This design comes from an exercise in tuning for small area and a short achievable clock period on the open sky130 flow, not from production work. At most, simulation tests tie the RTL to the original design; equivalence was not proved. The RTL of runs 2 and 3 was laid out without a check of its function.

## flow/design.v (module list and top-level ports; edited modules follow where they fit)
// module dec79_enc: 252 lines
// module dec79_syn: 293 lines
// module dec79_loc: 284 lines
// module dec79_cor: 102 lines
// module dec79_codec: 333 lines
module dec79_codec (
    input  wire        clk,
    input  wire        rst,             
    input  wire        enc_in_valid,
    input  wire [63:0] enc_in_data,
    output wire        enc_out_valid,
    output wire [78:0] enc_out_word,
    input  wire        dec_in_valid,
    input  wire [78:0] dec_in_word,
    output wire        dec_out_valid,
    output wire [78:0] dec_out_word,
    output wire [1:0]  dec_out_nfix,
    output wire        dec_out_uncorr
);
  // ...
==> flow/flow/run.sh <==
#!/bin/bash
MARGIN=${MARGIN:-16.5}
export BUFFER_PORTS_ARGS="-buffer_cell sky130_fd_sc_hd__buf_1"
sed -e "s/SETUP_SLACK_MARGIN=[-0-9.]*/SETUP_SLACK_MARGIN=$MARGIN/" standard.sh > standard_margin.sh
bash standard_margin.sh > standard.log 2>&1
==> flow/standard.sh <==
#!/bin/bash
# synth_recipe.tcl (not shown) runs the flow's synth.tcl, then flattens the netlist and writes it again
# the make line also repeats each setting of config.mk as NAME=value (left out here)
make -C /OpenROAD-flow-scripts/flow DESIGN_CONFIG=/design/flow/config.mk WORK_HOME=/design/flow/orfs CLKGATE_MAP_FILE= SYNTH_SCRIPT=/design/flow/synth_recipe.tcl "${@:-finish}"
==> flow/config.mk <==
export PLATFORM = sky130hd
export DESIGN_NAME = dec79_codec
export DESIGN_NICKNAME = dec79_codec
export VERILOG_FILES = /design/flow/design.v
export SDC_FILE = /design/flow/constraint.sdc
export NUM_CORES = 4
export LEC_CHECK = 0
export CAP_MARGIN = 20
export CORE_MARGIN = 2
export CORE_UTILIZATION = 60
export CTS_CLUSTER_DIAMETER = 120
export CTS_CLUSTER_SIZE = 24
export PLACE_DENSITY = 0.75
export SETUP_SLACK_MARGIN = 0.4
export SLEW_MARGIN = 20
==> flow/constraint.sdc <==
create_clock -name core_clock -period 22.0 [get_ports {clk}]
set_input_delay 4.4000 -clock core_clock [delete_from_list [all_inputs] [get_ports {clk}]]
set_output_delay 4.4000 -clock core_clock [all_outputs]
set_load 0.01 [all_outputs]
==> results.py, run 1 <==
metrics = {
    "timing": {
        "finalHoldViolCount": 0,
        "setup_violations": 0,
        "fmax_ghz": 0.1825,
        "setup_ws_ns": 16.52,
    },
    "critical_path": {
        "critPathTopFamily": "flip-flops",
        "r2r_cells": 15,
        "required_ns": 17.60,
        "slowest_delay_ns": 0.41,
        "crit_end": "dec_out_word[65]",
    },
    "run": {
        "maxCapViolCount": 0,
    },
    "synthesis": {
        "syn_inst": 1816,
        "synth-compound-area-share": 0.1073,
        "synth-simple-area-share": 0.07734,
    },
    "layout": {
        "n_sequential_cell": 405,
        "drive_gt1_frac": 0.05964,
        "num-nonclk-inverters": 40,
        "multi_input_gates": 1302,
        "buffers": 325,
    },
    "run_status": {
        "outcome": "complete, no violations",
    },
    "global_route": {
        "grt_usage": 0.3379,
    },
    "clock_tree": {
        "clkLatencyLatePin_ns": 0.54,
    },
    "die": {
        "start_util": 0.6091,
        "rows": 65,
    },
    "hold_path": {
        "min_path_cells": 0,
    },
    "placed_design": {
        "gp_congestion": 1.028,
    },
}
==> module dec79_codec, before the edit <==
module dec79_codec (
    input  wire        clk,
    input  wire        rst,             
    input  wire        enc_in_valid,
    input  wire [63:0] enc_in_data,
    output wire        enc_out_valid,
    output wire [78:0] enc_out_word,
    input  wire        dec_in_valid,
    input  wire [78:0] dec_in_word,
    output wire        dec_out_valid,
    output wire [78:0] dec_out_word,
    output wire [1:0]  dec_out_nfix,
    output wire        dec_out_uncorr
);
function automatic [6:0] gf_mul(input [6:0] a, input [6:0] b);
    reg [6:0] acc;
    reg [6:0] sh;
    integer i;
    begin
        acc = 7'd0;
        sh  = a;
        for (i = 0; i < 7; i = i + 1) begin
            if (b[i])
                acc = acc ^ sh;
            sh = {sh[5:0], 1'b0} ^ (sh[6] ? 7'b0001001 : 7'b0000000);
        end
        gf_mul = acc;
    end
endfunction
function automatic [6:0] gf_inv3(input [6:0] a);
    begin
        case (a)
            7'd0: gf_inv3 = 7'd0;
            7'd1: gf_inv3 = 7'd1;
            7'd2: gf_inv3 = 7'd17;
            7'd3: gf_inv3 = 7'd24;
            7'd4: gf_inv3 = 7'd19;
            7'd5: gf_inv3 = 7'd82;
            7'd6: gf_inv3 = 7'd3;
            7'd7: gf_inv3 = 7'd122;
            7'd8: gf_inv3 = 7'd49;
            7'd9: gf_inv3 = 7'd56;
            7'd10: gf_inv3 = 7'd40;
            7'd11: gf_inv3 = 7'd33;
            7'd12: gf_inv3 = 7'd51;
            7'd13: gf_inv3 = 7'd4;
            7'd14: gf_inv3 = 7'd45;
            7'd15: gf_inv3 = 7'd71;
            7'd16: gf_inv3 = 7'd23;
            7'd17: gf_inv3 = 7'd36;
            7'd18: gf_inv3 = 7'd7;
            7'd19: gf_inv3 = 7'd88;
            7'd20: gf_inv3 = 7'd5;
            7'd21: gf_inv3 = 7'd44;
            7'd22: gf_inv3 = 7'd21;
            7'd23: gf_inv3 = 7'd96;
            7'd24: gf_inv3 = 7'd53;
            7'd25: gf_inv3 = 7'd30;
            7'd26: gf_inv3 = 7'd68;
            7'd27: gf_inv3 = 7'd100;
            7'd28: gf_inv3 = 7'd80;
            7'd29: gf_inv3 = 7'd46;
            7'd30: gf_inv3 = 7'd127;
            7'd31: gf_inv3 = 7'd103;
            7'd32: gf_inv3 = 7'd117;
            7'd33: gf_inv3 = 7'd18;
            7'd34: gf_inv3 = 7'd64;
            7'd35: gf_inv3 = 7'd115;
            7'd36: gf_inv3 = 7'd119;
            7'd37: gf_inv3 = 7'd38;
            7'd38: gf_inv3 = 7'd11;
            7'd39: gf_inv3 = 7'd47;
            7'd40: gf_inv3 = 7'd85;
            7'd41: gf_inv3 = 7'd124;
            7'd42: gf_inv3 = 7'd65;
            7'd43: gf_inv3 = 7'd2;
            7'd44: gf_inv3 = 7'd87;
            7'd45: gf_inv3 = 7'd58;
            7'd46: gf_inv3 = 7'd12;
            7'd47: gf_inv3 = 7'd110;
            7'd48: gf_inv3 = 7'd83;
            7'd49: gf_inv3 = 7'd93;
            7'd50: gf_inv3 = 7'd101;
            7'd51: gf_inv3 = 7'd86;
            7'd52: gf_inv3 = 7'd76;
            7'd53: gf_inv3 = 7'd62;
            7'd54: gf_inv3 = 7'd72;
            7'd55: gf_inv3 = 7'd66;
            7'd56: gf_inv3 = 7'd10;
            7'd57: gf_inv3 = 7'd90;
            7'd58: gf_inv3 = 7'd99;
            7'd59: gf_inv3 = 7'd79;
            7'd60: gf_inv3 = 7'd120;
            7'd61: gf_inv3 = 7'd81;
            7'd62: gf_inv3 = 7'd123;
            7'd63: gf_inv3 = 7'd31;
            7'd64: gf_inv3 = 7'd91;
            7'd65: gf_inv3 = 7'd26;
            7'd66: gf_inv3 = 7'd32;
            7'd67: gf_inv3 = 7'd28;
            7'd68: gf_inv3 = 7'd8;
            7'd69: gf_inv3 = 7'd73;
            7'd70: gf_inv3 = 7'd61;
            7'd71: gf_inv3 = 7'd111;
            7'd72: gf_inv3 = 7'd121;
            7'd73: gf_inv3 = 7'd22;
            7'd74: gf_inv3 = 7'd98;
            7'd75: gf_inv3 = 7'd14;
            7'd76: gf_inv3 = 7'd50;
            7'd77: gf_inv3 = 7'd109;
            7'd78: gf_inv3 = 7'd114;
            7'd79: gf_inv3 = 7'd54;
            7'd80: gf_inv3 = 7'd95;
            7'd81: gf_inv3 = 7'd16;
            7'd82: gf_inv3 = 7'd75;
            7'd83: gf_inv3 = 7'd70;
            7'd84: gf_inv3 = 7'd25;
            7'd85: gf_inv3 = 7'd39;
            7'd86: gf_inv3 = 7'd34;
            7'd87: gf_inv3 = 7'd106;
            7'd88: gf_inv3 = 7'd125;
            7'd89: gf_inv3 = 7'd92;
            7'd90: gf_inv3 = 7'd37;
            7'd91: gf_inv3 = 7'd113;
            7'd92: gf_inv3 = 7'd69;
            7'd93: gf_inv3 = 7'd29;
            7'd94: gf_inv3 = 7'd107;
            7'd95: gf_inv3 = 7'd52;
            7'd96: gf_inv3 = 7'd57;
            7'd97: gf_inv3 = 7'd112;
            7'd98: gf_inv3 = 7'd94;
            7'd99: gf_inv3 = 7'd43;
            7'd100: gf_inv3 = 7'd89;
            7'd101: gf_inv3 = 7'd105;
            7'd102: gf_inv3 = 7'd108;
            7'd103: gf_inv3 = 7'd78;
            7'd104: gf_inv3 = 7'd77;
            7'd105: gf_inv3 = 7'd55;
            7'd106: gf_inv3 = 7'd97;
            7'd107: gf_inv3 = 7'd59;
            7'd108: gf_inv3 = 7'd9;
            7'd109: gf_inv3 = 7'd20;
            7'd110: gf_inv3 = 7'd42;
            7'd111: gf_inv3 = 7'd102;
            7'd112: gf_inv3 = 7'd35;
            7'd113: gf_inv3 = 7'd67;
            7'd114: gf_inv3 = 7'd41;
            7'd115: gf_inv3 = 7'd6;
            7'd116: gf_inv3 = 7'd63;
            7'd117: gf_inv3 = 7'd74;
            7'd118: gf_inv3 = 7'd126;
            7'd119: gf_inv3 = 7'd84;
            7'd120: gf_inv3 = 7'd15;
            7'd121: gf_inv3 = 7'd118;
            7'd122: gf_inv3 = 7'd27;
            7'd123: gf_inv3 = 7'd104;
            7'd124: gf_inv3 = 7'd60;
            7'd125: gf_inv3 = 7'd48;
            7'd126: gf_inv3 = 7'd116;
            7'd127: gf_inv3 = 7'd13;
            default: gf_inv3 = 7'd0;
        endcase
    end
endfunction
function automatic gf_valid(input [6:0] a);
    begin
        case (a)
            7'd1: gf_valid = 1'b1;
            7'd2: gf_valid = 1'b1;
            7'd3: gf_valid = 1'b1;
            7'd4: gf_valid = 1'b1;
            7'd5: gf_valid = 1'b1;
            7'd6: gf_valid = 1'b1;
            7'd8: gf_valid = 1'b1;
            7'd9: gf_valid = 1'b1;
            7'd10: gf_valid = 1'b1;
            7'd11: gf_valid = 1'b1;
            7'd12: gf_valid = 1'b1;
            7'd16: gf_valid = 1'b1;
            7'd18: gf_valid = 1'b1;
            7'd20: gf_valid = 1'b1;
            7'd22: gf_valid = 1'b1;
            7'd24: gf_valid = 1'b1;
            7'd25: gf_valid = 1'b1;
            7'd27: gf_valid = 1'b1;
            7'd29: gf_valid = 1'b1;
            7'd31: gf_valid = 1'b1;
            7'd32: gf_valid = 1'b1;
            7'd35: gf_valid = 1'b1;
            7'd36: gf_valid = 1'b1;
            7'd37: gf_valid = 1'b1;
            7'd39: gf_valid = 1'b1;
            7'd40: gf_valid = 1'b1;
            7'd41: gf_valid = 1'b1;
            7'd43: gf_valid = 1'b1;
            7'd44: gf_valid = 1'b1;
            7'd45: gf_valid = 1'b1;
            7'd47: gf_valid = 1'b1;
            7'd48: gf_valid = 1'b1;
            7'd50: gf_valid = 1'b1;
            7'd51: gf_valid = 1'b1;
            7'd53: gf_valid = 1'b1;
            7'd54: gf_valid = 1'b1;
            7'd55: gf_valid = 1'b1;
            7'd57: gf_valid = 1'b1;
            7'd58: gf_valid = 1'b1;
            7'd61: gf_valid = 1'b1;
            7'd62: gf_valid = 1'b1;
            7'd64: gf_valid = 1'b1;
            7'd65: gf_valid = 1'b1;
            7'd69: gf_valid = 1'b1;
            7'd70: gf_valid = 1'b1;
            7'd72: gf_valid = 1'b1;
            7'd73: gf_valid = 1'b1;
            7'd74: gf_valid = 1'b1;
            7'd75: gf_valid = 1'b1;
            7'd80: gf_valid = 1'b1;
            7'd81: gf_valid = 1'b1;
            7'd82: gf_valid = 1'b1;
            7'd83: gf_valid = 1'b1;
            7'd85: gf_valid = 1'b1;
            7'd86: gf_valid = 1'b1;
            7'd87: gf_valid = 1'b1;
            7'd88: gf_valid = 1'b1;
            7'd90: gf_valid = 1'b1;
            7'd93: gf_valid = 1'b1;
            7'd94: gf_valid = 1'b1;
            7'd95: gf_valid = 1'b1;
            7'd96: gf_valid = 1'b1;
            7'd97: gf_valid = 1'b1;
            7'd100: gf_valid = 1'b1;
            7'd102: gf_valid = 1'b1;
            7'd106: gf_valid = 1'b1;
            7'd107: gf_valid = 1'b1;
            7'd108: gf_valid = 1'b1;
            7'd109: gf_valid = 1'b1;
            7'd110: gf_valid = 1'b1;
            7'd111: gf_valid = 1'b1;
            7'd113: gf_valid = 1'b1;
            7'd114: gf_valid = 1'b1;
            7'd115: gf_valid = 1'b1;
            7'd116: gf_valid = 1'b1;
            7'd122: gf_valid = 1'b1;
            7'd124: gf_valid = 1'b1;
            7'd125: gf_valid = 1'b1;
            default: gf_valid = 1'b0;
        endcase
    end
endfunction
function automatic [6:0] gf_halftrace(input [6:0] c);
    begin
        gf_halftrace[0] = 1'b0;
        gf_halftrace[1] = c[2] ^ c[3] ^ c[4] ^ c[6];
        gf_halftrace[2] = c[3] ^ c[4] ^ c[6];
        gf_halftrace[3] = c[5] ^ c[6];
        gf_halftrace[4] = c[1] ^ c[2] ^ c[4];
        gf_halftrace[5] = c[3] ^ c[5] ^ c[6];
        gf_halftrace[6] = c[3] ^ c[6];
    end
endfunction
function automatic gf_trace(input [6:0] c);
    begin
        gf_trace = c[0];
    end
endfunction
    reg [1:0] enc_v;
    reg [2:0] dec_v;
    always @(posedge clk) begin
        if (rst) begin
            enc_v <= 2'd0;
            dec_v <= 3'd0;
        end else begin
            enc_v <= {enc_v, enc_in_valid};
            dec_v <= {dec_v, dec_in_valid};
        end
    end
    assign enc_out_valid = enc_v[1];
    assign dec_out_valid = dec_v[2];
    reg [63:0] enc_d_r0;
    always @(posedge clk) enc_d_r0 <= enc_in_data;
    wire [78:0] enc_word;
    dec79_enc u_enc (.data(enc_d_r0), .word(enc_word));
    reg [78:0] enc_w_r;
    always @(posedge clk) enc_w_r <= enc_word;
    assign enc_out_word = enc_w_r;
    reg  [78:0] word_r0;
    always @(posedge clk) begin
        word_r0 <= dec_in_word;
    end
    wire [6:0] s1, s3;
    wire       par;
    dec79_syn u_syn (.word(word_r0), .s1(s1), .s3(s3), .par(par));
    wire [6:0] q = gf_inv3(s1);
    wire [6:0] cp  = gf_mul(s3, q);
    wire       s1z = (s1 == 7'd0);
    wire       s3z = (s3 == 7'd0);
    reg  [78:0] word_r1;
    reg  [6:0] s1_r1;
    reg        par_r1;
    reg  [6:0] cp_r1;
    reg        s1z_r1;
    reg        s3z_r1;
    always @(posedge clk) begin
        word_r1 <= word_r0;
        s1_r1 <= s1;
        par_r1 <= par;
        cp_r1 <= cp;
        s1z_r1 <= s1z;
        s3z_r1 <= s3z;
    end
    wire [6:0] x1, x2;
    wire       e1, e2, f78, uncorr;
    wire [1:0] nfix;
    dec79_loc u_loc (.s1(s1_r1), .cp(cp_r1), .par(par_r1),
                     .s1z(s1z_r1), .s3z(s3z_r1), .x1(x1), .x2(x2),
                     .e1(e1), .e2(e2), .f78(f78), .nfix(nfix), .uncorr(uncorr));
    wire [78:0] wloc = {word_r1[78] ^ f78, word_r1[77:0]};
    wire [77:0] wcor;
    dec79_cor u_cor (.word_in(wloc[77:0]), .x1(x1), .x2(x2),
                     .e1(e1), .e2(e2), .word_out(wcor));
    wire [78:0] wout = {wloc[78], wcor};
    reg  [78:0] wout_r2;
    reg  [1:0] nfix_r2;
    reg        uncorr_r2;
    always @(posedge clk) begin
        wout_r2 <= wout;
        nfix_r2 <= nfix;
        uncorr_r2 <= uncorr;
    end
    assign dec_out_word   = wout_r2;
    assign dec_out_nfix   = nfix_r2;
    assign dec_out_uncorr = uncorr_r2;
endmodule
==> run 2: changes to the inputs <==
--- a/flow/design.v
+++ b/flow/design.v
@@ -1446,18 +1446,18 @@
     end
 endfunction
     reg [1:0] enc_v;
-    reg [2:0] dec_v;
+    reg [3:0] dec_v;
     always @(posedge clk) begin
         if (rst) begin
             enc_v <= 2'd0;
-            dec_v <= 3'd0;
+            dec_v <= 4'd0;
         end else begin
             enc_v <= {enc_v, enc_in_valid};
             dec_v <= {dec_v, dec_in_valid};
         end
     end
     assign enc_out_valid = enc_v[1];
-    assign dec_out_valid = dec_v[2];
+    assign dec_out_valid = dec_v[3];
     reg [63:0] enc_d_r0;
     always @(posedge clk) enc_d_r0 <= enc_in_data;
     wire [78:0] enc_word;
@@ -1473,43 +1473,57 @@
     wire       par;
     dec79_syn u_syn (.word(word_r0), .s1(s1), .s3(s3), .par(par));
     wire [6:0] q = gf_inv3(s1);
-    wire [6:0] cp  = gf_mul(s3, q);
-    wire       s1z = (s1 == 7'd0);
-    wire       s3z = (s3 == 7'd0);
     reg  [78:0] word_r1;
     reg  [6:0] s1_r1;
+    reg  [6:0] s3_r1;
     reg        par_r1;
-    reg  [6:0] cp_r1;
-    reg        s1z_r1;
-    reg        s3z_r1;
+    reg  [6:0] q_r1;
     always @(posedge clk) begin
         word_r1 <= word_r0;
         s1_r1 <= s1;
+        s3_r1 <= s3;
         par_r1 <= par;
-        cp_r1 <= cp;
-        s1z_r1 <= s1z;
-        s3z_r1 <= s3z;
+        q_r1 <= q;
     end
+    wire [6:0] cp  = gf_mul(s3_r1, q_r1);
+    wire       s1z = (s1_r1 == 7'd0);
+    wire       s3z = (s3_r1 == 7'd0);
     wire [6:0] x1, x2;
     wire       e1, e2, f78, uncorr;
     wire [1:0] nfix;
-    dec79_loc u_loc (.s1(s1_r1), .cp(cp_r1), .par(par_r1),
-                     .s1z(s1z_r1), .s3z(s3z_r1), .x1(x1), .x2(x2),
+    dec79_loc u_loc (.s1(s1_r1), .cp(cp), .par(par_r1),
+                     .s1z(s1z), .s3z(s3z), .x1(x1), .x2(x2),
                      .e1(e1), .e2(e2), .f78(f78), .nfix(nfix), .uncorr(uncorr));
     wire [78:0] wloc = {word_r1[78] ^ f78, word_r1[77:0]};
-    wire [77:0] wcor;
-    dec79_cor u_cor (.word_in(wloc[77:0]), .x1(x1), .x2(x2),
-                     .e1(e1), .e2(e2), .word_out(wcor));
-    wire [78:0] wout = {wloc[78], wcor};
-    reg  [78:0] wout_r2;
+    reg  [78:0] word_r2;
+    reg  [6:0] x1_r2;
+    reg  [6:0] x2_r2;
+    reg        e1_r2;
+    reg        e2_r2;
     reg  [1:0] nfix_r2;
     reg        uncorr_r2;
     always @(posedge clk) begin
-        wout_r2 <= wout;
+        word_r2 <= wloc;
+        x1_r2 <= x1;
+        x2_r2 <= x2;
+        e1_r2 <= e1;
+        e2_r2 <= e2;
         nfix_r2 <= nfix;
         uncorr_r2 <= uncorr;
     end
-    assign dec_out_word   = wout_r2;
-    assign dec_out_nfix   = nfix_r2;
-    assign dec_out_uncorr = uncorr_r2;
+    wire [77:0] wcor;
+    dec79_cor u_cor (.word_in(word_r2[77:0]), .x1(x1_r2), .x2(x2_r2),
+                     .e1(e1_r2), .e2(e2_r2), .word_out(wcor));
+    wire [78:0] wout = {word_r2[78], wcor};
+    reg  [78:0] wout_r3;
+    reg  [1:0] nfix_r3;
+    reg        uncorr_r3;
+    always @(posedge clk) begin
+        wout_r3 <= wout;
+        nfix_r3 <= nfix_r2;
+        uncorr_r3 <= uncorr_r2;
+    end
+    assign dec_out_word   = wout_r3;
+    assign dec_out_nfix   = nfix_r3;
+    assign dec_out_uncorr = uncorr_r3;
 endmodule
==> flow/flow/run.sh (replaced) <==
#!/bin/bash
# The standard layout (standard.sh), with plain buf_1 cells as the port buffers.
export BUFFER_PORTS_ARGS="-buffer_cell sky130_fd_sc_hd__buf_1"
bash standard.sh > standard.log 2>&1
--- a/flow/config.mk
+++ b/flow/config.mk
@@ -7,9 +7,7 @@
 export LEC_CHECK = 0
 export CAP_MARGIN = 20
 export CORE_MARGIN = 2
-export CORE_UTILIZATION = 60
-export CTS_CLUSTER_DIAMETER = 120
-export CTS_CLUSTER_SIZE = 24
-export PLACE_DENSITY = 0.75
+export CORE_UTILIZATION = 40
+export PLACE_DENSITY = 0.6
 export SETUP_SLACK_MARGIN = 0.4
 export SLEW_MARGIN = 20
==> run 2 against run 1 <==
Against the previous run:
- still clean
- via count shrank 2.9%
- worst hold slack lost 0.052 ns
- critical path type is now reg2reg
==> results.py, run 2 <==
metrics = {
    "run_status": {
        "outcome": "complete, no violations",
    },
    "synthesis": {
        "synthAdderAreaFrac": 0.01161,
        "synth_mux_area_frac": 0.01320,
        "synth_commonest_cells": "dfxtp_1, xnor2_1, xor2_1",
        "synth-simple-area-share": 0.07097,
        "yosysWarningCount": 3,
        "synth_ff_type": "dfxtp_1",
        "synth_most_common_cell": "dfxtp_1",
        "synth_xor_area_frac": 0.2987,
        "synth_top_family_by_area": "XOR/XNOR gates",
        "async_flop_share": 0,
        "yosys.area.top_type": "dfxtp_1",
        "synth_top_area_share": 0.4978,
        "yosysSeqAreaShare": 0.4978,
        "ys_ff_latch": 509,
        "synth_area_per_cell_um2": 10.95,
        "synth-compound-area-share": 0.08729,
        "synth_edf_count": 0,
        "synth_area_um2": 20470,
        "synth_cell_type_count": 84,
        "syn_inst": 1870,
        "synth_nets": 2036,
        "synth_area_leaders": "dfxtp_1, xnor2_1, xor2_1",
    },
    "layout": {
        "final_cell_mix": "dfxtp_1, xnor2_1, buf_1, xor2_1, nand2_1",
        "utilization": 0.4770,
        "area_delta_synth_final_pct": 17.40,
        "num_antenna_cells": 0,
        "fin_nets": 2343,
        "drive_gt1_frac": 0.06098,
        "final_cells": 2886,
        "layout_commonest_cell": "dfxtp_1",
        "stdcell_area_um2": 24030,
    },
    "global_route": {
        "grt_pass1_wl_um": 86820,
        "grt_max_degree": 61,
        "gr-total-overflow": 0,
        "antenna_found_initial": 7,
        "grt_usage": 0.2158,
        "grt_pass1_vias": 14259,
    },
    "placed_design": {
        "dp_cells": 2797,
        "gp_congestion": 0.9461,
        "place_area_um2": 22260,
        "port_buffers": 309,
        "detailed_place_hpwl_um": 45240,
    },
    "timing": {
        "rsz0062_at_grt": "no",
        "max_slew.worst_pin.slew_ns": 1.036,
        "slew_headroom": 0.3069,
        "fin_skew_ns": 0.02300,
        "timing.final.crit_share": 0.2646,
        "totalNegativeSetupSlack_ns": 0,
        "finalHoldViolCount": 0,
        "fin_crit_ns": 5.822,
        "setup_violations": 0,
        "drv_slew": 0,
        "fmax_ghz": 0.1718,
    },
    "clock_tree": {
        "cts_sinks": 509,
        "clock_path_buffers": 3,
        "cts-resized-gates": 0,
        "cts_setup_buffers": 0,
        "htree_levels": 2,
        "clk_pin_slew_ns": 0.06,
        "root_buffer": "clkbuf_16",
        "clkLatencyLatePin_ns": 0.59,
        "cts_inserted_buffers": 50,
        "cts_tree": "built",
        "ctsHoldBuffers": 0,
    },
    "die": {
        "dieWidth_um": 230.2,
        "rows": 82,
        "start_util": 0.4063,
        "core_area_um2": 50380,
        "ios": 310,
        "die_area_um2": 53000,
        "die_h_um": 230.2,
    },
    "critical_path": {
        "required_ns": 22.47,
        "crit_fanout": 15,
        "crit_chain": "xor2_1 -> nand2_1 -> xnor3_1 -> xor3_2 -> ha_1 -> xnor2_1 -> xor2_1 -> xor2_1 -> a22oi_1 -> xnor2_2 -> xor2_4 -> xnor2_4 -> ha_1 -> inv_1 -> ha_1 -> a2111oi_0 -> a21oi_2 -> nand4_2 -> o31ai_2 -> xor2_1",
        "cpMostUsedCell": "xor2_1",
        "reg2reg_setup_slack_ns": 16.18,
        "slowest_delay_ns": 0.72,
        "critical_path_class": "reg2reg",
        "slowest_stage": "dfxtp_1",
        "worstSetupEndpointType": "flip-flop",
        "crit_arrival_ns": 6.30,
        "start_kind": "flip-flop",
    },
    "route": {
        "post_drt_wl_per_cell_um": 20.35,
        "drc_errors": 0,
        "vias_per_cell": 4.931,
        "dr.pass1.iters": 6,
        "drt_wl_total_um": 58730,
        "num_vias": 14230,
        "first_iter_violations": 1048,
        "ant_nets": 0,
    },
    "hold_path": {
        "min_path_type": "reg2reg",
    },
    "run": {
        "maxCapViolCount": 0,
    },
}
-- run 2: critical path: cells and delay by family, from the launching register on --
| family | cells | cell delay (ns) |
|---|---|---|
| XOR/XNOR | 10 | 3.00 |
| adder cells (fa/ha/maj) | 3 | 0.89 |
| AO/OA/AOI/OAI | 4 | 0.81 |
| flip-flops | 1 | 0.72 |
| AND/OR/NAND/NOR | 2 | 0.23 |
| buffers and inverters | 1 | 0.06 |
-- run 2: kinds of logic (layout without fill, tap and decap cells) --
kind of cell	Yosys count	count (layout)
and+or+nand+nor	310	310
AOI/OAI and AO/OA	266	266
DFF	509	509
buffers and inverters	95	439
adders and majority gates	19	19
xor gates and xnor gates	652	652
muxes	19	19
-- run 2: cell type report --
class / count / area, µm²
clock buffer: 65 / 1420
multi-input combinational: 1266 / 9883
timing repair buffer: 317 / 1220
clock inverter: 24 / 351.6
fill: 4768 / 26350
sequential: 509 / 10190
tap: 672 / 840.8
inverter: 33 / 125.1
-- run 2: stage by stage --
step,setup slack [ns],hold slack [ns]
after global routing,15.75,0.3221
final,16.18,0.3151
after global placement,16.23,0.3103
after floorplan,16.93,0.3096
after detailed placement,16.18,0.3121
after CTS,16.17,0.3199
-- run 2: per-layer routing --
metal,up-vias,GRT usage,wire length [µm]
met1,6675,0.2771,25350
met3,104,0.04402,3832
met4,12,0.06996,1671
met2,581,0.3625,27780
met5,-,0,86
li1,6858,-,-
-- run 2: path summary, 6_finish.rpt --
check / start / to / cells after the start
max reg2reg: s3_r1[6]$_DFF_P_ / word_r2[78]$_DFF_P_ / 20
min reg2reg: word_r1[39]$_DFF_P_ / word_r2[39]$_DFF_P_ / 0
max: s3_r1[6]$_DFF_P_ / word_r2[78]$_DFF_P_ / 20
min: word_r1[39]$_DFF_P_ / word_r2[39]$_DFF_P_ / 0
==> module dec79_loc, before the edit <==
module dec79_loc (
    input  wire [6:0] s1,
    input  wire [6:0] cp,          
    input  wire       par,
    input  wire       s1z,         
    input  wire       s3z,         
    output wire [6:0] x1,
    output wire [6:0] x2,
    output wire       e1,          
    output wire       e2,          
    output wire       f78,         
    output wire [1:0] nfix,
    output wire       uncorr
);
function automatic [6:0] gf_mul(input [6:0] a, input [6:0] b);
    reg [6:0] acc;
    reg [6:0] sh;
    integer i;
    begin
        acc = 7'd0;
        sh  = a;
        for (i = 0; i < 7; i = i + 1) begin
            if (b[i])
                acc = acc ^ sh;
            sh = {sh[5:0], 1'b0} ^ (sh[6] ? 7'b0001001 : 7'b0000000);
        end
        gf_mul = acc;
    end
endfunction
function automatic [6:0] gf_inv3(input [6:0] a);
    begin
        case (a)
            7'd0: gf_inv3 = 7'd0;
            7'd1: gf_inv3 = 7'd1;
            7'd2: gf_inv3 = 7'd17;
            7'd3: gf_inv3 = 7'd24;
            7'd4: gf_inv3 = 7'd19;
            7'd5: gf_inv3 = 7'd82;
            7'd6: gf_inv3 = 7'd3;
            7'd7: gf_inv3 = 7'd122;
            7'd8: gf_inv3 = 7'd49;
            7'd9: gf_inv3 = 7'd56;
            7'd10: gf_inv3 = 7'd40;
            7'd11: gf_inv3 = 7'd33;
            7'd12: gf_inv3 = 7'd51;
            7'd13: gf_inv3 = 7'd4;
            7'd14: gf_inv3 = 7'd45;
            7'd15: gf_inv3 = 7'd71;
            7'd16: gf_inv3 = 7'd23;
            7'd17: gf_inv3 = 7'd36;
            7'd18: gf_inv3 = 7'd7;
            7'd19: gf_inv3 = 7'd88;
            7'd20: gf_inv3 = 7'd5;
            7'd21: gf_inv3 = 7'd44;
            7'd22: gf_inv3 = 7'd21;
            7'd23: gf_inv3 = 7'd96;
            7'd24: gf_inv3 = 7'd53;
            7'd25: gf_inv3 = 7'd30;
            7'd26: gf_inv3 = 7'd68;
            7'd27: gf_inv3 = 7'd100;
            7'd28: gf_inv3 = 7'd80;
            7'd29: gf_inv3 = 7'd46;
            7'd30: gf_inv3 = 7'd127;
            7'd31: gf_inv3 = 7'd103;
            7'd32: gf_inv3 = 7'd117;
            7'd33: gf_inv3 = 7'd18;
            7'd34: gf_inv3 = 7'd64;
            7'd35: gf_inv3 = 7'd115;
            7'd36: gf_inv3 = 7'd119;
            7'd37: gf_inv3 = 7'd38;
            7'd38: gf_inv3 = 7'd11;
            7'd39: gf_inv3 = 7'd47;
            7'd40: gf_inv3 = 7'd85;
            7'd41: gf_inv3 = 7'd124;
            7'd42: gf_inv3 = 7'd65;
            7'd43: gf_inv3 = 7'd2;
            7'd44: gf_inv3 = 7'd87;
            7'd45: gf_inv3 = 7'd58;
            7'd46: gf_inv3 = 7'd12;
            7'd47: gf_inv3 = 7'd110;
            7'd48: gf_inv3 = 7'd83;
            7'd49: gf_inv3 = 7'd93;
            7'd50: gf_inv3 = 7'd101;
            7'd51: gf_inv3 = 7'd86;
            7'd52: gf_inv3 = 7'd76;
            7'd53: gf_inv3 = 7'd62;
            7'd54: gf_inv3 = 7'd72;
            7'd55: gf_inv3 = 7'd66;
            7'd56: gf_inv3 = 7'd10;
            7'd57: gf_inv3 = 7'd90;
            7'd58: gf_inv3 = 7'd99;
            7'd59: gf_inv3 = 7'd79;
            7'd60: gf_inv3 = 7'd120;
            7'd61: gf_inv3 = 7'd81;
            7'd62: gf_inv3 = 7'd123;
            7'd63: gf_inv3 = 7'd31;
            7'd64: gf_inv3 = 7'd91;
            7'd65: gf_inv3 = 7'd26;
            7'd66: gf_inv3 = 7'd32;
            7'd67: gf_inv3 = 7'd28;
            7'd68: gf_inv3 = 7'd8;
            7'd69: gf_inv3 = 7'd73;
            7'd70: gf_inv3 = 7'd61;
            7'd71: gf_inv3 = 7'd111;
            7'd72: gf_inv3 = 7'd121;
            7'd73: gf_inv3 = 7'd22;
            7'd74: gf_inv3 = 7'd98;
            7'd75: gf_inv3 = 7'd14;
            7'd76: gf_inv3 = 7'd50;
            7'd77: gf_inv3 = 7'd109;
            7'd78: gf_inv3 = 7'd114;
            7'd79: gf_inv3 = 7'd54;
            7'd80: gf_inv3 = 7'd95;
            7'd81: gf_inv3 = 7'd16;
            7'd82: gf_inv3 = 7'd75;
            7'd83: gf_inv3 = 7'd70;
            7'd84: gf_inv3 = 7'd25;
            7'd85: gf_inv3 = 7'd39;
            7'd86: gf_inv3 = 7'd34;
            7'd87: gf_inv3 = 7'd106;
            7'd88: gf_inv3 = 7'd125;
            7'd89: gf_inv3 = 7'd92;
            7'd90: gf_inv3 = 7'd37;
            7'd91: gf_inv3 = 7'd113;
            7'd92: gf_inv3 = 7'd69;
            7'd93: gf_inv3 = 7'd29;
            7'd94: gf_inv3 = 7'd107;
            7'd95: gf_inv3 = 7'd52;
            7'd96: gf_inv3 = 7'd57;
            7'd97: gf_inv3 = 7'd112;
            7'd98: gf_inv3 = 7'd94;
            7'd99: gf_inv3 = 7'd43;
            7'd100: gf_inv3 = 7'd89;
            7'd101: gf_inv3 = 7'd105;
            7'd102: gf_inv3 = 7'd108;
            7'd103: gf_inv3 = 7'd78;
            7'd104: gf_inv3 = 7'd77;
            7'd105: gf_inv3 = 7'd55;
            7'd106: gf_inv3 = 7'd97;
            7'd107: gf_inv3 = 7'd59;
            7'd108: gf_inv3 = 7'd9;
            7'd109: gf_inv3 = 7'd20;
            7'd110: gf_inv3 = 7'd42;
            7'd111: gf_inv3 = 7'd102;
            7'd112: gf_inv3 = 7'd35;
            7'd113: gf_inv3 = 7'd67;
            7'd114: gf_inv3 = 7'd41;
            7'd115: gf_inv3 = 7'd6;
            7'd116: gf_inv3 = 7'd63;
            7'd117: gf_inv3 = 7'd74;
            7'd118: gf_inv3 = 7'd126;
            7'd119: gf_inv3 = 7'd84;
            7'd120: gf_inv3 = 7'd15;
            7'd121: gf_inv3 = 7'd118;
            7'd122: gf_inv3 = 7'd27;
            7'd123: gf_inv3 = 7'd104;
            7'd124: gf_inv3 = 7'd60;
            7'd125: gf_inv3 = 7'd48;
            7'd126: gf_inv3 = 7'd116;
            7'd127: gf_inv3 = 7'd13;
            default: gf_inv3 = 7'd0;
        endcase
    end
endfunction
function automatic gf_valid(input [6:0] a);
    begin
        case (a)
            7'd1: gf_valid = 1'b1;
            7'd2: gf_valid = 1'b1;
            7'd3: gf_valid = 1'b1;
            7'd4: gf_valid = 1'b1;
            7'd5: gf_valid = 1'b1;
            7'd6: gf_valid = 1'b1;
            7'd8: gf_valid = 1'b1;
            7'd9: gf_valid = 1'b1;
            7'd10: gf_valid = 1'b1;
            7'd11: gf_valid = 1'b1;
            7'd12: gf_valid = 1'b1;
            7'd16: gf_valid = 1'b1;
            7'd18: gf_valid = 1'b1;
            7'd20: gf_valid = 1'b1;
            7'd22: gf_valid = 1'b1;
            7'd24: gf_valid = 1'b1;
            7'd25: gf_valid = 1'b1;
            7'd27: gf_valid = 1'b1;
            7'd29: gf_valid = 1'b1;
            7'd31: gf_valid = 1'b1;
            7'd32: gf_valid = 1'b1;
            7'd35: gf_valid = 1'b1;
            7'd36: gf_valid = 1'b1;
            7'd37: gf_valid = 1'b1;
            7'd39: gf_valid = 1'b1;
            7'd40: gf_valid = 1'b1;
            7'd41: gf_valid = 1'b1;
            7'd43: gf_valid = 1'b1;
            7'd44: gf_valid = 1'b1;
            7'd45: gf_valid = 1'b1;
            7'd47: gf_valid = 1'b1;
            7'd48: gf_valid = 1'b1;
            7'd50: gf_valid = 1'b1;
            7'd51: gf_valid = 1'b1;
            7'd53: gf_valid = 1'b1;
            7'd54: gf_valid = 1'b1;
            7'd55: gf_valid = 1'b1;
            7'd57: gf_valid = 1'b1;
            7'd58: gf_valid = 1'b1;
            7'd61: gf_valid = 1'b1;
            7'd62: gf_valid = 1'b1;
            7'd64: gf_valid = 1'b1;
            7'd65: gf_valid = 1'b1;
            7'd69: gf_valid = 1'b1;
            7'd70: gf_valid = 1'b1;
            7'd72: gf_valid = 1'b1;
            7'd73: gf_valid = 1'b1;
            7'd74: gf_valid = 1'b1;
            7'd75: gf_valid = 1'b1;
            7'd80: gf_valid = 1'b1;
            7'd81: gf_valid = 1'b1;
            7'd82: gf_valid = 1'b1;
            7'd83: gf_valid = 1'b1;
            7'd85: gf_valid = 1'b1;
            7'd86: gf_valid = 1'b1;
            7'd87: gf_valid = 1'b1;
            7'd88: gf_valid = 1'b1;
            7'd90: gf_valid = 1'b1;
            7'd93: gf_valid = 1'b1;
            7'd94: gf_valid = 1'b1;
            7'd95: gf_valid = 1'b1;
            7'd96: gf_valid = 1'b1;
            7'd97: gf_valid = 1'b1;
            7'd100: gf_valid = 1'b1;
            7'd102: gf_valid = 1'b1;
            7'd106: gf_valid = 1'b1;
            7'd107: gf_valid = 1'b1;
            7'd108: gf_valid = 1'b1;
            7'd109: gf_valid = 1'b1;
            7'd110: gf_valid = 1'b1;
            7'd111: gf_valid = 1'b1;
            7'd113: gf_valid = 1'b1;
            7'd114: gf_valid = 1'b1;
            7'd115: gf_valid = 1'b1;
            7'd116: gf_valid = 1'b1;
            7'd122: gf_valid = 1'b1;
            7'd124: gf_valid = 1'b1;
            7'd125: gf_valid = 1'b1;
            default: gf_valid = 1'b0;
        endcase
    end
endfunction
function automatic [6:0] gf_halftrace(input [6:0] c);
    begin
        gf_halftrace[0] = 1'b0;
        gf_halftrace[1] = c[2] ^ c[3] ^ c[4] ^ c[6];
        gf_halftrace[2] = c[3] ^ c[4] ^ c[6];
        gf_halftrace[3] = c[5] ^ c[6];
        gf_halftrace[4] = c[1] ^ c[2] ^ c[4];
        gf_halftrace[5] = c[3] ^ c[5] ^ c[6];
        gf_halftrace[6] = c[3] ^ c[6];
    end
endfunction
function automatic gf_trace(input [6:0] c);
    begin
        gf_trace = c[0];
    end
endfunction
    wire [6:0] c      = cp ^ 7'd1;
    wire       single = (cp == 7'd1);
    wire       troot  = ~gf_trace(c);
    wire [6:0] y0     = gf_halftrace(c);
    assign x1 = gf_mul(s1, y0);
    assign x2 = x1 ^ s1;
    wire       v1     = gf_valid(x1);
    wire       v2     = gf_valid(x2);
    wire ps  = ~s1z & single;                   
    wire pd  = ~s1z & ~single & troot & ~par;   
    wire es  = ps & v2;
    wire ed  = pd & v1 & v2;
    wire p78 = s1z & s3z & par;                 
    assign e1     = pd & v2;
    assign e2     = ps | (pd & v1);
    assign f78    = p78 | (es & ~par);
    assign nfix   = {ed | (es & ~par), p78 | (es & par)};
    assign uncorr = ~(s1z & s3z) & ~(es | ed);
endmodule
==> run 3: changes to the inputs <==
--- a/flow/design.v
+++ b/flow/design.v
@@ -802,6 +802,278 @@
     input  wire       s3z,         
     output wire [6:0] x1,
     output wire [6:0] x2,
+    output wire       ps,          
+    output wire       pd,          
+    output wire       z            
+);
+function automatic [6:0] gf_mul(input [6:0] a, input [6:0] b);
+    reg [6:0] acc;
+    reg [6:0] sh;
+    integer i;
+    begin
+        acc = 7'd0;
+        sh  = a;
+        for (i = 0; i < 7; i = i + 1) begin
+            if (b[i])
+                acc = acc ^ sh;
+            sh = {sh[5:0], 1'b0} ^ (sh[6] ? 7'b0001001 : 7'b0000000);
+        end
+        gf_mul = acc;
+    end
+endfunction
+function automatic [6:0] gf_inv3(input [6:0] a);
+    begin
+        case (a)
+            7'd0: gf_inv3 = 7'd0;
+            7'd1: gf_inv3 = 7'd1;
+            7'd2: gf_inv3 = 7'd17;
+            7'd3: gf_inv3 = 7'd24;
+            7'd4: gf_inv3 = 7'd19;
+            7'd5: gf_inv3 = 7'd82;
+            7'd6: gf_inv3 = 7'd3;
+            7'd7: gf_inv3 = 7'd122;
+            7'd8: gf_inv3 = 7'd49;
+            7'd9: gf_inv3 = 7'd56;
+            7'd10: gf_inv3 = 7'd40;
+            7'd11: gf_inv3 = 7'd33;
+            7'd12: gf_inv3 = 7'd51;
+            7'd13: gf_inv3 = 7'd4;
+            7'd14: gf_inv3 = 7'd45;
+            7'd15: gf_inv3 = 7'd71;
+            7'd16: gf_inv3 = 7'd23;
+            7'd17: gf_inv3 = 7'd36;
+            7'd18: gf_inv3 = 7'd7;
+            7'd19: gf_inv3 = 7'd88;
+            7'd20: gf_inv3 = 7'd5;
+            7'd21: gf_inv3 = 7'd44;
+            7'd22: gf_inv3 = 7'd21;
+            7'd23: gf_inv3 = 7'd96;
+            7'd24: gf_inv3 = 7'd53;
+            7'd25: gf_inv3 = 7'd30;
+            7'd26: gf_inv3 = 7'd68;
+            7'd27: gf_inv3 = 7'd100;
+            7'd28: gf_inv3 = 7'd80;
+            7'd29: gf_inv3 = 7'd46;
+            7'd30: gf_inv3 = 7'd127;
+            7'd31: gf_inv3 = 7'd103;
+            7'd32: gf_inv3 = 7'd117;
+            7'd33: gf_inv3 = 7'd18;
+            7'd34: gf_inv3 = 7'd64;
+            7'd35: gf_inv3 = 7'd115;
+            7'd36: gf_inv3 = 7'd119;
+            7'd37: gf_inv3 = 7'd38;
+            7'd38: gf_inv3 = 7'd11;
+            7'd39: gf_inv3 = 7'd47;
+            7'd40: gf_inv3 = 7'd85;
+            7'd41: gf_inv3 = 7'd124;
+            7'd42: gf_inv3 = 7'd65;
+            7'd43: gf_inv3 = 7'd2;
+            7'd44: gf_inv3 = 7'd87;
+            7'd45: gf_inv3 = 7'd58;
+            7'd46: gf_inv3 = 7'd12;
+            7'd47: gf_inv3 = 7'd110;
+            7'd48: gf_inv3 = 7'd83;
+            7'd49: gf_inv3 = 7'd93;
+            7'd50: gf_inv3 = 7'd101;
+            7'd51: gf_inv3 = 7'd86;
+            7'd52: gf_inv3 = 7'd76;
+            7'd53: gf_inv3 = 7'd62;
+            7'd54: gf_inv3 = 7'd72;
+            7'd55: gf_inv3 = 7'd66;
+            7'd56: gf_inv3 = 7'd10;
+            7'd57: gf_inv3 = 7'd90;
+            7'd58: gf_inv3 = 7'd99;
+            7'd59: gf_inv3 = 7'd79;
+            7'd60: gf_inv3 = 7'd120;
+            7'd61: gf_inv3 = 7'd81;
+            7'd62: gf_inv3 = 7'd123;
+            7'd63: gf_inv3 = 7'd31;
+            7'd64: gf_inv3 = 7'd91;
+            7'd65: gf_inv3 = 7'd26;
+            7'd66: gf_inv3 = 7'd32;
+            7'd67: gf_inv3 = 7'd28;
+            7'd68: gf_inv3 = 7'd8;
+            7'd69: gf_inv3 = 7'd73;
+            7'd70: gf_inv3 = 7'd61;
+            7'd71: gf_inv3 = 7'd111;
+            7'd72: gf_inv3 = 7'd121;
+            7'd73: gf_inv3 = 7'd22;
+            7'd74: gf_inv3 = 7'd98;
+            7'd75: gf_inv3 = 7'd14;
+            7'd76: gf_inv3 = 7'd50;
+            7'd77: gf_inv3 = 7'd109;
+            7'd78: gf_inv3 = 7'd114;
+            7'd79: gf_inv3 = 7'd54;
+            7'd80: gf_inv3 = 7'd95;
+            7'd81: gf_inv3 = 7'd16;
+            7'd82: gf_inv3 = 7'd75;
+            7'd83: gf_inv3 = 7'd70;
+            7'd84: gf_inv3 = 7'd25;
+            7'd85: gf_inv3 = 7'd39;
+            7'd86: gf_inv3 = 7'd34;
+            7'd87: gf_inv3 = 7'd106;
+            7'd88: gf_inv3 = 7'd125;
+            7'd89: gf_inv3 = 7'd92;
+            7'd90: gf_inv3 = 7'd37;
+            7'd91: gf_inv3 = 7'd113;
+            7'd92: gf_inv3 = 7'd69;
+            7'd93: gf_inv3 = 7'd29;
+            7'd94: gf_inv3 = 7'd107;
+            7'd95: gf_inv3 = 7'd52;
+            7'd96: gf_inv3 = 7'd57;
+            7'd97: gf_inv3 = 7'd112;
+            7'd98: gf_inv3 = 7'd94;
+            7'd99: gf_inv3 = 7'd43;
+            7'd100: gf_inv3 = 7'd89;
+            7'd101: gf_inv3 = 7'd105;
+            7'd102: gf_inv3 = 7'd108;
+            7'd103: gf_inv3 = 7'd78;
+            7'd104: gf_inv3 = 7'd77;
+            7'd105: gf_inv3 = 7'd55;
+            7'd106: gf_inv3 = 7'd97;
+            7'd107: gf_inv3 = 7'd59;
+            7'd108: gf_inv3 = 7'd9;
+            7'd109: gf_inv3 = 7'd20;
+            7'd110: gf_inv3 = 7'd42;
+            7'd111: gf_inv3 = 7'd102;
+            7'd112: gf_inv3 = 7'd35;
+            7'd113: gf_inv3 = 7'd67;
+            7'd114: gf_inv3 = 7'd41;
+            7'd115: gf_inv3 = 7'd6;
+            7'd116: gf_inv3 = 7'd63;
+            7'd117: gf_inv3 = 7'd74;
+            7'd118: gf_inv3 = 7'd126;
+            7'd119: gf_inv3 = 7'd84;
+            7'd120: gf_inv3 = 7'd15;
+            7'd121: gf_inv3 = 7'd118;
+            7'd122: gf_inv3 = 7'd27;
+            7'd123: gf_inv3 = 7'd104;
+            7'd124: gf_inv3 = 7'd60;
+            7'd125: gf_inv3 = 7'd48;
+            7'd126: gf_inv3 = 7'd116;
+            7'd127: gf_inv3 = 7'd13;
+            default: gf_inv3 = 7'd0;
+        endcase
+    end
+endfunction
+function automatic gf_valid(input [6:0] a);
+    begin
+        case (a)
+            7'd1: gf_valid = 1'b1;
+            7'd2: gf_valid = 1'b1;
+            7'd3: gf_valid = 1'b1;
+            7'd4: gf_valid = 1'b1;
+            7'd5: gf_valid = 1'b1;
+            7'd6: gf_valid = 1'b1;
+            7'd8: gf_valid = 1'b1;
+            7'd9: gf_valid = 1'b1;
+            7'd10: gf_valid = 1'b1;
+            7'd11: gf_valid = 1'b1;
+            7'd12: gf_valid = 1'b1;
+            7'd16: gf_valid = 1'b1;
+            7'd18: gf_valid = 1'b1;
+            7'd20: gf_valid = 1'b1;
+            7'd22: gf_valid = 1'b1;
+            7'd24: gf_valid = 1'b1;
+            7'd25: gf_valid = 1'b1;
+            7'd27: gf_valid = 1'b1;
+            7'd29: gf_valid = 1'b1;
+            7'd31: gf_valid = 1'b1;
+            7'd32: gf_valid = 1'b1;
+            7'd35: gf_valid = 1'b1;
+            7'd36: gf_valid = 1'b1;
+            7'd37: gf_valid = 1'b1;
+            7'd39: gf_valid = 1'b1;
+            7'd40: gf_valid = 1'b1;
+            7'd41: gf_valid = 1'b1;
+            7'd43: gf_valid = 1'b1;
+            7'd44: gf_valid = 1'b1;
+            7'd45: gf_valid = 1'b1;
+            7'd47: gf_valid = 1'b1;
+            7'd48: gf_valid = 1'b1;
+            7'd50: gf_valid = 1'b1;
+            7'd51: gf_valid = 1'b1;
+            7'd53: gf_valid = 1'b1;
+            7'd54: gf_valid = 1'b1;
+            7'd55: gf_valid = 1'b1;
+            7'd57: gf_valid = 1'b1;
+            7'd58: gf_valid = 1'b1;
+            7'd61: gf_valid = 1'b1;
+            7'd62: gf_valid = 1'b1;
+            7'd64: gf_valid = 1'b1;
+            7'd65: gf_valid = 1'b1;
+            7'd69: gf_valid = 1'b1;
+            7'd70: gf_valid = 1'b1;
+            7'd72: gf_valid = 1'b1;
+            7'd73: gf_valid = 1'b1;
+            7'd74: gf_valid = 1'b1;
+            7'd75: gf_valid = 1'b1;
+            7'd80: gf_valid = 1'b1;
+            7'd81: gf_valid = 1'b1;
+            7'd82: gf_valid = 1'b1;
+            7'd83: gf_valid = 1'b1;
+            7'd85: gf_valid = 1'b1;
+            7'd86: gf_valid = 1'b1;
+            7'd87: gf_valid = 1'b1;
+            7'd88: gf_valid = 1'b1;
+            7'd90: gf_valid = 1'b1;
+            7'd93: gf_valid = 1'b1;
+            7'd94: gf_valid = 1'b1;
+            7'd95: gf_valid = 1'b1;
+            7'd96: gf_valid = 1'b1;
+            7'd97: gf_valid = 1'b1;
+            7'd100: gf_valid = 1'b1;
+            7'd102: gf_valid = 1'b1;
+            7'd106: gf_valid = 1'b1;
+            7'd107: gf_valid = 1'b1;
+            7'd108: gf_valid = 1'b1;
+            7'd109: gf_valid = 1'b1;
+            7'd110: gf_valid = 1'b1;
+            7'd111: gf_valid = 1'b1;
+            7'd113: gf_valid = 1'b1;
+            7'd114: gf_valid = 1'b1;
+            7'd115: gf_valid = 1'b1;
+            7'd116: gf_valid = 1'b1;
+            7'd122: gf_valid = 1'b1;
+            7'd124: gf_valid = 1'b1;
+            7'd125: gf_valid = 1'b1;
+            default: gf_valid = 1'b0;
+        endcase
+    end
+endfunction
+function automatic [6:0] gf_halftrace(input [6:0] c);
+    begin
+        gf_halftrace[0] = 1'b0;
+        gf_halftrace[1] = c[2] ^ c[3] ^ c[4] ^ c[6];
+        gf_halftrace[2] = c[3] ^ c[4] ^ c[6];
+        gf_halftrace[3] = c[5] ^ c[6];
+        gf_halftrace[4] = c[1] ^ c[2] ^ c[4];
+        gf_halftrace[5] = c[3] ^ c[5] ^ c[6];
+        gf_halftrace[6] = c[3] ^ c[6];
+    end
+endfunction
+function automatic gf_trace(input [6:0] c);
+    begin
+        gf_trace = c[0];
+    end
+endfunction
+    wire [6:0] c      = cp ^ 7'd1;
+    wire       single = (cp == 7'd1);
+    wire       troot  = ~gf_trace(c);
+    wire [6:0] y0     = gf_halftrace(c);
+    assign x1  = gf_mul(s1, y0);
+    assign x2  = x1 ^ s1;
+    assign ps  = ~s1z & single;
+    assign pd  = ~s1z & ~single & troot & ~par;
+    assign z   = s1z & s3z;
+endmodule
+module dec79_flg (
+    input  wire [6:0] x1,
+    input  wire [6:0] x2,
+    input  wire       ps,
+    input  wire       pd,
+    input  wire       z,
+    input  wire       par,
     output wire       e1,          
     output wire       e2,          
     output wire       f78,         
@@ -1059,24 +1331,16 @@
         gf_trace = c[0];
     end
 endfunction
-    wire [6:0] c      = cp ^ 7'd1;
-    wire       single = (cp == 7'd1);
-    wire       troot  = ~gf_trace(c);
-    wire [6:0] y0     = gf_halftrace(c);
-    assign x1 = gf_mul(s1, y0);
-    assign x2 = x1 ^ s1;
-    wire       v1     = gf_valid(x1);
-    wire       v2     = gf_valid(x2);
-    wire ps  = ~s1z & single;                   
-    wire pd  = ~s1z & ~single & troot & ~par;   
-    wire es  = ps & v2;
-    wire ed  = pd & v1 & v2;
-    wire p78 = s1z & s3z & par;                 
+    wire v1 = gf_valid(x1);
+    wire v2 = gf_valid(x2);
+    wire es = ps & v2;
+    wire ed = pd & v1 & v2;
+    wire p78 = z & par;            
     assign e1     = pd & v2;
     assign e2     = ps | (pd & v1);
     assign f78    = p78 | (es & ~par);
     assign nfix   = {ed | (es & ~par), p78 | (es & par)};
-    assign uncorr = ~(s1z & s3z) & ~(es | ed);
+    assign uncorr = ~z & ~(es | ed);
 endmodule
 module dec79_cor (
     input  wire [77:0] word_in,
@@ -1489,39 +1753,43 @@
     wire       s1z = (s1_r1 == 7'd0);
     wire       s3z = (s3_r1 == 7'd0);
     wire [6:0] x1, x2;
-    wire       e1, e2, f78, uncorr;
-    wire [1:0] nfix;
+    wire       ps, pd, z;
     dec79_loc u_loc (.s1(s1_r1), .cp(cp), .par(par_r1),
                      .s1z(s1z), .s3z(s3z), .x1(x1), .x2(x2),
-                     .e1(e1), .e2(e2), .f78(f78), .nfix(nfix), .uncorr(uncorr));
-    wire [78:0] wloc = {word_r1[78] ^ f78, word_r1[77:0]};
+                     .ps(ps), .pd(pd), .z(z));
     reg  [78:0] word_r2;
+    reg        par_r2;
     reg  [6:0] x1_r2;
     reg  [6:0] x2_r2;
-    reg        e1_r2;
-    reg        e2_r2;
-    reg  [1:0] nfix_r2;
-    reg        uncorr_r2;
+    reg        ps_r2;
+    reg        pd_r2;
+    reg        z_r2;
     always @(posedge clk) begin
-        word_r2 <= wloc;
+        word_r2 <= word_r1;
+        par_r2 <= par_r1;
         x1_r2 <= x1;
         x2_r2 <= x2;
-        e1_r2 <= e1;
-        e2_r2 <= e2;
-        nfix_r2 <= nfix;
-        uncorr_r2 <= uncorr;
+        ps_r2 <= ps;
+        pd_r2 <= pd;
+        z_r2 <= z;
     end
+    wire       e1, e2, f78, uncorr;
+    wire [1:0] nfix;
+    dec79_flg u_flg (.x1(x1_r2), .x2(x2_r2), .ps(ps_r2), .pd(pd_r2),
+                     .z(z_r2), .par(par_r2), .e1(e1), .e2(e2), .f78(f78),
+                     .nfix(nfix), .uncorr(uncorr));
+    wire [78:0] wflg = {word_r2[78] ^ f78, word_r2[77:0]};
     wire [77:0] wcor;
-    dec79_cor u_cor (.word_in(word_r2[77:0]), .x1(x1_r2), .x2(x2_r2),
-                     .e1(e1_r2), .e2(e2_r2), .word_out(wcor));
-    wire [78:0] wout = {word_r2[78], wcor};
+    dec79_cor u_cor (.word_in(wflg[77:0]), .x1(x1_r2), .x2(x2_r2),
+                     .e1(e1), .e2(e2), .word_out(wcor));
+    wire [78:0] wout = {wflg[78], wcor};
     reg  [78:0] wout_r3;
     reg  [1:0] nfix_r3;
     reg        uncorr_r3;
     always @(posedge clk) begin
         wout_r3 <= wout;
-        nfix_r3 <= nfix_r2;
-        uncorr_r3 <= uncorr_r2;
+        nfix_r3 <= nfix;
+        uncorr_r3 <= uncorr;
     end
     assign dec_out_word   = wout_r3;
     assign dec_out_nfix   = nfix_r3;
==> run 3 against run 2 <==
Against the previous run:
- still clean
- non-clock buffer count did not move
- area after synthesis rose by 2.0%
- critical path depth fell by 3
- via count rose by 2.4%
==> results.py, run 3 <==
metrics = {
    "run_status": {
        "outcome": "complete, no violations",
    },
    "synthesis": {
        "yosys.area.top_type": "dfxtp_1",
        "synth_edf_count": 0,
        "synth_area_um2": 20870,
        "ys_ff_latch": 510,
        "syn_inst": 1893,
        "synth_area_leaders": "dfxtp_1, xnor2_1, xor2_1",
        "yosysWarningCount": 4,
        "synth_most_common_cell": "dfxtp_1",
        "async_flop_share": 0,
        "yosysSeqAreaShare": 0.4891,
        "synth_commonest_cells": "dfxtp_1, xnor2_1, xor2_1",
        "synth_nets": 2059,
        "synth_area_per_cell_um2": 11.03,
        "synth_ff_type": "dfxtp_1",
        "synth_cell_type_count": 91,
        "synth_top_area_share": 0.4891,
    },
    "layout": {
        "drive_gt1_frac": 0.07449,
        "stdcell_area_um2": 24420,
        "final_cell_mix": "dfxtp_1, xnor2_1, buf_1, xor2_1, nand2_1",
        "fin_nets": 2365,
        "layout_commonest_cell": "dfxtp_1",
        "area_delta_synth_final_pct": 17.00,
    },
    "timing": {
        "finalHoldViolCount": 0,
        "fin_crit_ns": 5.661,
        "totalNegativeSetupSlack_ns": 0,
        "fin_skew_ns": 0.02948,
        "slew_headroom": 0.3068,
        "max_slew.worst_pin.slew_ns": 1.032,
        "drv_slew": 0,
        "setup_violations": 0,
        "hold_slack_ns": 0.3156,
        "rsz0062_at_grt": "no",
        "timing.final.crit_share": 0.2573,
        "fmax_ghz": 0.1766,
    },
    "clock_tree": {
        "clkLatencyLatePin_ns": 0.61,
        "root_buffer": "clkbuf_16",
        "cts_tree": "built",
        "cts_setup_buffers": 0,
        "cts_inserted_buffers": 52,
        "cts-resized-gates": 0,
        "clk_pin_slew_ns": 0.06,
        "htree_levels": 2,
        "cts_sinks": 510,
        "ctsHoldBuffers": 0,
        "clock_path_buffers": 3,
    },
    "critical_path": {
        "worstSetupEndpointType": "flip-flop",
        "crit_arrival_ns": 6.17,
        "crit_fanout": 16,
        "crit_chain": "xor3_1 -> nand2_1 -> xor3_1 -> xnor3_2 -> inv_4 -> ha_1 -> xnor3_2 -> xnor2_1 -> o21ai_0 -> o32a_1 -> xnor2_2 -> inv_1 -> ha_1 -> o21ai_0 -> o21ai_1 -> a2111o_1 -> a32oi_1",
        "reg2reg_setup_slack_ns": 16.34,
        "required_ns": 22.51,
        "slowest_stage": "dfxtp_1",
        "slowest_delay_ns": 0.73,
        "reg2reg_to": "u_flg.v1$_DFF_P_",
        "critical_path_class": "reg2reg",
        "r2r_cells": 17,
        "start_kind": "flip-flop",
        "startpoint": "s3_r1[6]$_DFF_P_",
        "r2r_start": "s3_r1[6]$_DFF_P_",
        "crit_end": "u_flg.v1$_DFF_P_",
    },
    "run": {
        "maxCapViolCount": 0,
    },
    "global_route": {
        "grt_pass1_vias": 14561,
        "gr-total-overflow": 0,
        "antenna_found_initial": 2,
        "grt_max_degree": 50,
        "grt_pass1_wl_um": 89650,
        "grt_usage": 0.2211,
    },
    "die": {
        "die_area_um2": 54020,
        "dieWidth_um": 232.4,
        "start_util": 0.4060,
        "core_area_um2": 51410,
        "die_h_um": 232.4,
        "rows": 83,
        "ios": 310,
    },
    "route": {
        "drt_wl_total_um": 60740,
        "drc_errors": 0,
        "ant_nets": 0,
        "dr.pass1.iters": 5,
        "num_vias": 14578,
        "post_drt_wl_per_cell_um": 20.78,
        "vias_per_cell": 4.987,
        "first_iter_violations": 1141,
    },
    "placed_design": {
        "port_buffers": 309,
        "place_area_um2": 22590,
        "gp_congestion": 0.9536,
        "detailed_place_hpwl_um": 47520,
    },
    "hold_path": {
        "min_path_type": "reg2reg",
        "hold_start": "word_r1[62]$_DFF_P_",
    },
}
## run 3: cell types whose count changed after synthesis, sizes merged, moves of 7 or more
cell,change
a22oi,+15
and3,+10
clkbuf,+7
nand2b,+7
nand4,-7
nor2b,-9
nor3,+8
o22ai,-24
xnor2,+13
xnor3,+8
xor2,-20
## run 3: through the flow
stage / setup slack [ns] / std cells / util
finish: 16.34 / 2923 / 0.4751
global route: 16.04 / 2923 / 0.4751
CTS: 16.37 / 2922 / 0.4749
detailed placement: 16.37 / 2825 / 0.4395
global placement: 16.54 / 2825 / 0.4395
floorplan: 17.08 / 1893 / -
## run 3: final cells by class
type | count | area [µm²]
antenna | 1 | 2.502
clock buffer | 71 | 1493
clock inverter | 26 | 326.6
fill | 4760 | 26980
inverter | 33 | 126.4
multi-input combinational | 1285 | 10190
sequential | 510 | 10210
tap | 680 | 850.8
timing repair buffer | 317 | 1220
## run 3: layer usage
metal | share of wire | global-route usage | routed length [µm] | vias to the layer above
li1 | - | - | - | 6942
met1 | 0.44 | 0.2982 | 26980 | 6989
met2 | 0.47 | 0.3614 | 28330 | 566
met3 | 0.070 | 0.04326 | 4278 | 81
met4 | 0.019 | 0.05729 | 1153 | 0
met5 | 0 | 0 | 0 | -
## run 3: logic make-up (layout without fill, tap and decap cells)
group	after synthesis	count (layout)	synth area share
other	0	1	0
AO/OA/AOI/OAI	257	257	0.08524
adder cells (fa/ha/maj)	19	19	0.01139
XOR/XNOR	653	653	0.3009
buffers and inverters	98	447	0.02356
AND/OR/NAND/NOR	337	337	0.07679
multiplexers	19	19	0.01301
flip-flops	510	510	0.4891
## run 3: worst max-delay path, delay by kind of cell, from the launching register on
| family | cells | cell delay (ns) |
|---|---|---|
| simple gates | 1 | 0.09 |
| xor+xnor | 6 | 2.58 |
| fa+ha+maj | 2 | 0.63 |
| compound gates | 6 | 1.31 |
| buf+inv | 2 | 0.26 |
| flops | 1 | 0.73 |
## run 3: worst min-delay path by stage
stage,to,cells past startpoint
CTS,word_r2[62]$_DFF_P_,0
floorplan,word_r2[0]$_DFF_P_,0
detailed placement,word_r2[34]$_DFF_P_,0
global placement,word_r2[43]$_DFF_P_,0
finish,word_r2[62]$_DFF_P_,0
global route,word_r2[30]$_DFF_P_,0

[static timing again, ports no longer ideal]
Ports are ideal in the flow. The routed layouts listed here were re-timed in OpenROAD.
Step 1 (the two cells are an assumption about what drives the block):
set clk [get_ports {clk}]
set_driving_cell -lib_cell sky130_fd_sc_hd__clkbuf_16 $clk
set_driving_cell -lib_cell sky130_fd_sc_hd__buf_2 [delete_from_list [all_inputs] $clk]
Step 2 moves the port delays by t, midway between the first and last clock arrival at a register: inputs arrive t later, outputs are due t later. That takes back most of the time a late clock gives input paths.
Slacks: ideal ports / drivers / drivers and shift; pairs: ideal ports / drivers.
run | shift t [ns] | setup WS [ns] | hold WS [ns] | worst setup path after step 2
run 1 | 0.574 | 16.520 / 16.471 / 16.662 | 0.367 / 0.367 / 0.367 | register to register
run 2 | 0.639 | 16.178 / 16.178 / 16.178 | 0.315 / 0.315 / 0.315 | register to register
run 3 | 0.655 | 16.339 / 16.339 / 16.339 | 0.316 / 0.316 / 0.316 | register to register
After both steps setup and hold are still met in every run listed.
